Background: an optimization exercise with open tools, aiming at small area. Do not read the settings as production practice. Function was checked by simulation only, so behaviour that the tests miss may differ from the original. No activity file was given, so power comes from the tool's default toggle rates.

Setup of run 1:
Design ridge_engine, start of the top module:
module ridge_engine #(
    parameter NCMP = 8
) (
    input  wire         clk,
    input  wire         rst,             
    input  wire         beat,            
    input  wire         addend_we,
    input  wire [31:0]  addend_int,
    input  wire [39:0]  addend_frac,
    input  wire         cfg_we,
    input  wire [19:0]  cfg_jump_ns,     
    input  wire [13:0]  cfg_slew_max,    
    input  wire         corr_valid,
    input  wire         corr_dpll,       
    input  wire [63:0]  corr_val,        
    input  wire [13:0]  corr_rate,       
    input  wire         step_valid,
    input  wire         step_use_req,
    input  wire [63:0]  step_val,        
    input  wire         cmp_we,
    input  wire [2:0]   cmp_sel,
    input  wire         cmp_wr_en,
    input  wire         cmp_wr_periodic,
    input  wire         cmp_wr_late_act,
    input  wire [63:0]  cmp_wr_tgt,
    input  wire [63:0]  cmp_wr_per,
    output reg  [63:0]  count,
    output wire [63:0]  slew_rem,        
    output reg          slewing,
    output reg          step_needed,
    output reg  [63:0]  req_step,
    output reg          corr_ack,
    output reg          corr_nak,
    output reg          step_nak,
    output reg          step_done,
    output reg  [63:0]  step_amount,
    output reg          cfg_err,
    output wire [NCMP-1:0] cmp_en,
    output wire [NCMP-1:0] cmp_fire,
    output wire [NCMP-1:0] cmp_late
);
    localparam [31:0] NOM_INT  = 32'h0000_CCCC;
    localparam [39:0] NOM_FRAC = 40'hCC_CCCC_CCCC;
    localparam [19:0] JUMP_DEF = 20'd100;
    localparam [13:0] SLEW_DEF = 14'd50;
    localparam [39:0] OFS_DEF  = 40'd2882303762;    
    reg  [39:0]  frac;
    reg  [31:0]  add_int;
    reg  [39:0]  add_frac;
    reg  [19:0]  jump_cfg, jump_act;
    reg  [13:0]  smax_cfg, smax_act;
    reg  [39:0]  ofs_act;                
    reg  [13:0]  named_rate;             
    reg  [39:0]  ofs_named;              
    reg  [76:0]  pend;                   
    reg          pend_nz;                
    reg  [63:0]  req_ref;                
    reg  [63:0]  step_acc;               
    reg          step_pend;
    reg          usereq_pend;
  ...
Size in the first run: about 12000 cells after synthesis, ~1800 flip-flops, roughly 680 I/O pins, ~110000 sq um of cells after synthesis.
export LEC_CHECK = 0
export ABC_AREA = 1
export CAP_MARGIN = 20
export CORE_MARGIN = 2
export CORE_UTILIZATION = 55
export CTS_BUF_LIST = sky130_fd_sc_hd__clkbuf_8
export CTS_CLUSTER_DIAMETER = 60
export CTS_CLUSTER_SIZE = 14
export SLEW_MARGIN = 20
create_clock -name core_clock -period 30.0 [get_ports {clk}]
standard.sh (not shown) runs the stock make flow with config.mk's settings and CLKGATE_MAP_FILE= SYNTH_SCRIPT=/design/flow/synth_recipe.tcl, a recipe that flattens the netlist after the stock synthesis.
==> flow/flow/run.sh <==
#!/bin/bash
# Own flow: the standard layout (standard.sh) with these changes:
#  - synthesis is the standard flow's synth_recipe.tcl and ORFS's synth.tcl unchanged except
#    that (a) only full adders are extracted as adder cells (half adders are
#    left to ABC as plain gates) and (b) ABC maps the logic with
#    flow/abc_area_map.script (area recovery under the delay target instead of
#    near-minimum-delay mapping). Registers, their names and cell types are
#    those of the standard synthesis;
#  - the port buffers that placement inserts on every input and output use the
#    smallest buffer cell.
# Each tool's full output is in orfs_make.log and the ORFS logs under orfs/logs.
set -euo pipefail
HERE="$PWD"
sed -e "s#^source \$::env(SCRIPTS_DIR)/synth_preamble.tcl\$#&\nset abc_args [lreplace \$abc_args 1 1 $HERE/flow/abc_area_map.script]#" \
    -e "s#^  extract_fa {\*}\[dont_use_extract_fa_args\]\$#  extract_fa -fa {*}[dont_use_extract_fa_args]#" \
    "$FLOW_HOME/scripts/synth.tcl" > "$HERE/flow_synth_core.tcl"
grep -q "abc_area_map.script" "$HERE/flow_synth_core.tcl"
grep -q "^  extract_fa -fa " "$HERE/flow_synth_core.tcl"
sed "s#^source \$::env(SCRIPTS_DIR)/synth.tcl\$#source $HERE/flow_synth_core.tcl#" \
    "$HERE/synth_recipe.tcl" > "$HERE/flow_synth.tcl"
grep -q "flow_synth_core.tcl" "$HERE/flow_synth.tcl"
bash standard.sh finish "SYNTH_SCRIPT=$HERE/flow_synth.tcl" \
    "BUFFER_PORTS_ARGS=-buffer_cell sky130_fd_sc_hd__buf_1" > orfs_make.log 2>&1
==> flow/flow/abc_area_map.script <==
strash
dch
map -D 20000
topo
stime -c
buffer -c
upsize -c
dnsize -c
The inputs of run 2 differ from those of run 1 as listed below.
Settings: CORE_UTILIZATION: 55 -> 65.
--- outcome ---
Run 2: flow completed, timing, DRC and antenna clean. Between run 1 and run 2, the number of rows created at floorplan is higher for run 1. Compared with run 1, in run 2 cell depth of the worst min-delay path roughly the same, net count of the mapped netlist roughly the same, global-route wire length before repair lower, total power after layout lower. Compared with run 1, run 2 shows a post-detailed-routing wire length that is 3.3% lower. When run 2 is measured against run 1, its first-iteration detailed-routing DRC count turns out about 16% higher. Between run 1 and run 2, headroom to the max-slew limit decreased. Run 2 vs run 1 on post-layout minimum cycle time: run 2 is the higher one. Measured against each other, run 1 and run 2 differ in post-synthesis to final-layout area growth, the higher figure coming from run 1.
## Diff of input files: run 3 against run 2
Settings: changing CTS_CLUSTER_SIZE from 14 to 24; changing CTS_BUF_LIST from sky130_fd_sc_hd__clkbuf_8 to sky130_fd_sc_hd__clkbuf_16; changing CORE_UTILIZATION from 65 to 55; changing CTS_CLUSTER_DIAMETER from 60 to 80.
==> comparison <==
For the count of clock-net buffers in the final layout, run 3 came in 26% lower than run 2 did. | post-layout instance count excluding filler cells | run 3 vs run 2 | 382 higher |. Against run 2, run 3 comes in 0.033 ns higher on final worst setup slack.
Setup changes, run 3 to run 4
Settings: CTS_CLUSTER_DIAMETER: 80 -> 50; CTS_CLUSTER_SIZE: 24 -> 12; CTS_BUF_LIST: sky130_fd_sc_hd__clkbuf_16 -> sky130_fd_sc_hd__clkbuf_4 sky130_fd_sc_hd__clkbuf_8; CORE_UTILIZATION: 55 -> 60.
==> flow/run.sh (new file) <==
#!/bin/bash
# synth_recipe.tcl (not shown) runs the flow's synth.tcl, then flattens the netlist and writes it again
# the make line also repeats each setting of config.mk as NAME=value (left out here)
make -C /OpenROAD-flow-scripts/flow DESIGN_CONFIG=/design/flow/config.mk WORK_HOME=/design/flow/orfs CLKGATE_MAP_FILE= SYNTH_SCRIPT=/design/flow/synth_recipe.tcl finish
removed: flow/flow/run.sh
removed: flow/flow/abc_area_map.script
removed: flow/standard.sh
Notes after the runs:
Run 4 packs its core more tightly than run 3. NOTE: pre-CTS setup slack in run 4 exceeds that of run 3. Between run 3 and run 4, the layout clock buffer count is higher for run 4. Diff run 3 -> run 4: global-route total usage across every layer went up 1.7 points, number of rows in the core area saw a decrease. The area of all placed cells without fillers of run 4 was inferior to that of run 3. Comparing post-synthesis to final-layout area growth for run 3 and run 4, the smaller number came from run 3. Between run 3 and run 4, overall power after layout is lower for run 3, run 4 comes in above that.

separate check: timing with driven ports:
In the flow no input, the clock included, has a driving cell. The finished layouts below were timed again as built, in two steps. Step 1, drivers: a clkbuf_16 drives clk and a buf_2 each remaining input, both assumed. Step 2 moves the port delays by t, midway between the first and last clock arrival at a register: inputs arrive t later, outputs are due t later. That takes back most of the time a late clock gives input paths. a / b / c = ideal / step 1 / step 2; a / b = the first two.
run | t (ns) | setup slack, ns | latest minus earliest clock arrival (ns) | slew at the worst register clock pin (ns) | cell pins on the clock port's net
run 1 | 1.078 | 0.859 / 0.859 / 0.859 | 0.058 / 0.059 | 0.11 / 0.11 | 1
run 2 | 1.088 | 0.837 / 0.837 / 0.837 | 0.067 / 0.066 | 0.11 / 0.11 | 1
run 3 | 0.893 | 0.870 / 0.870 / 0.870 | 0.076 / 0.076 | 0.10 / 0.10 | 1
run 4 | 1.112 | 0.798 / 0.798 / 0.798 | 0.056 / 0.055 | 0.09 / 0.09 | 1
After both steps setup and hold are still met in every run listed.
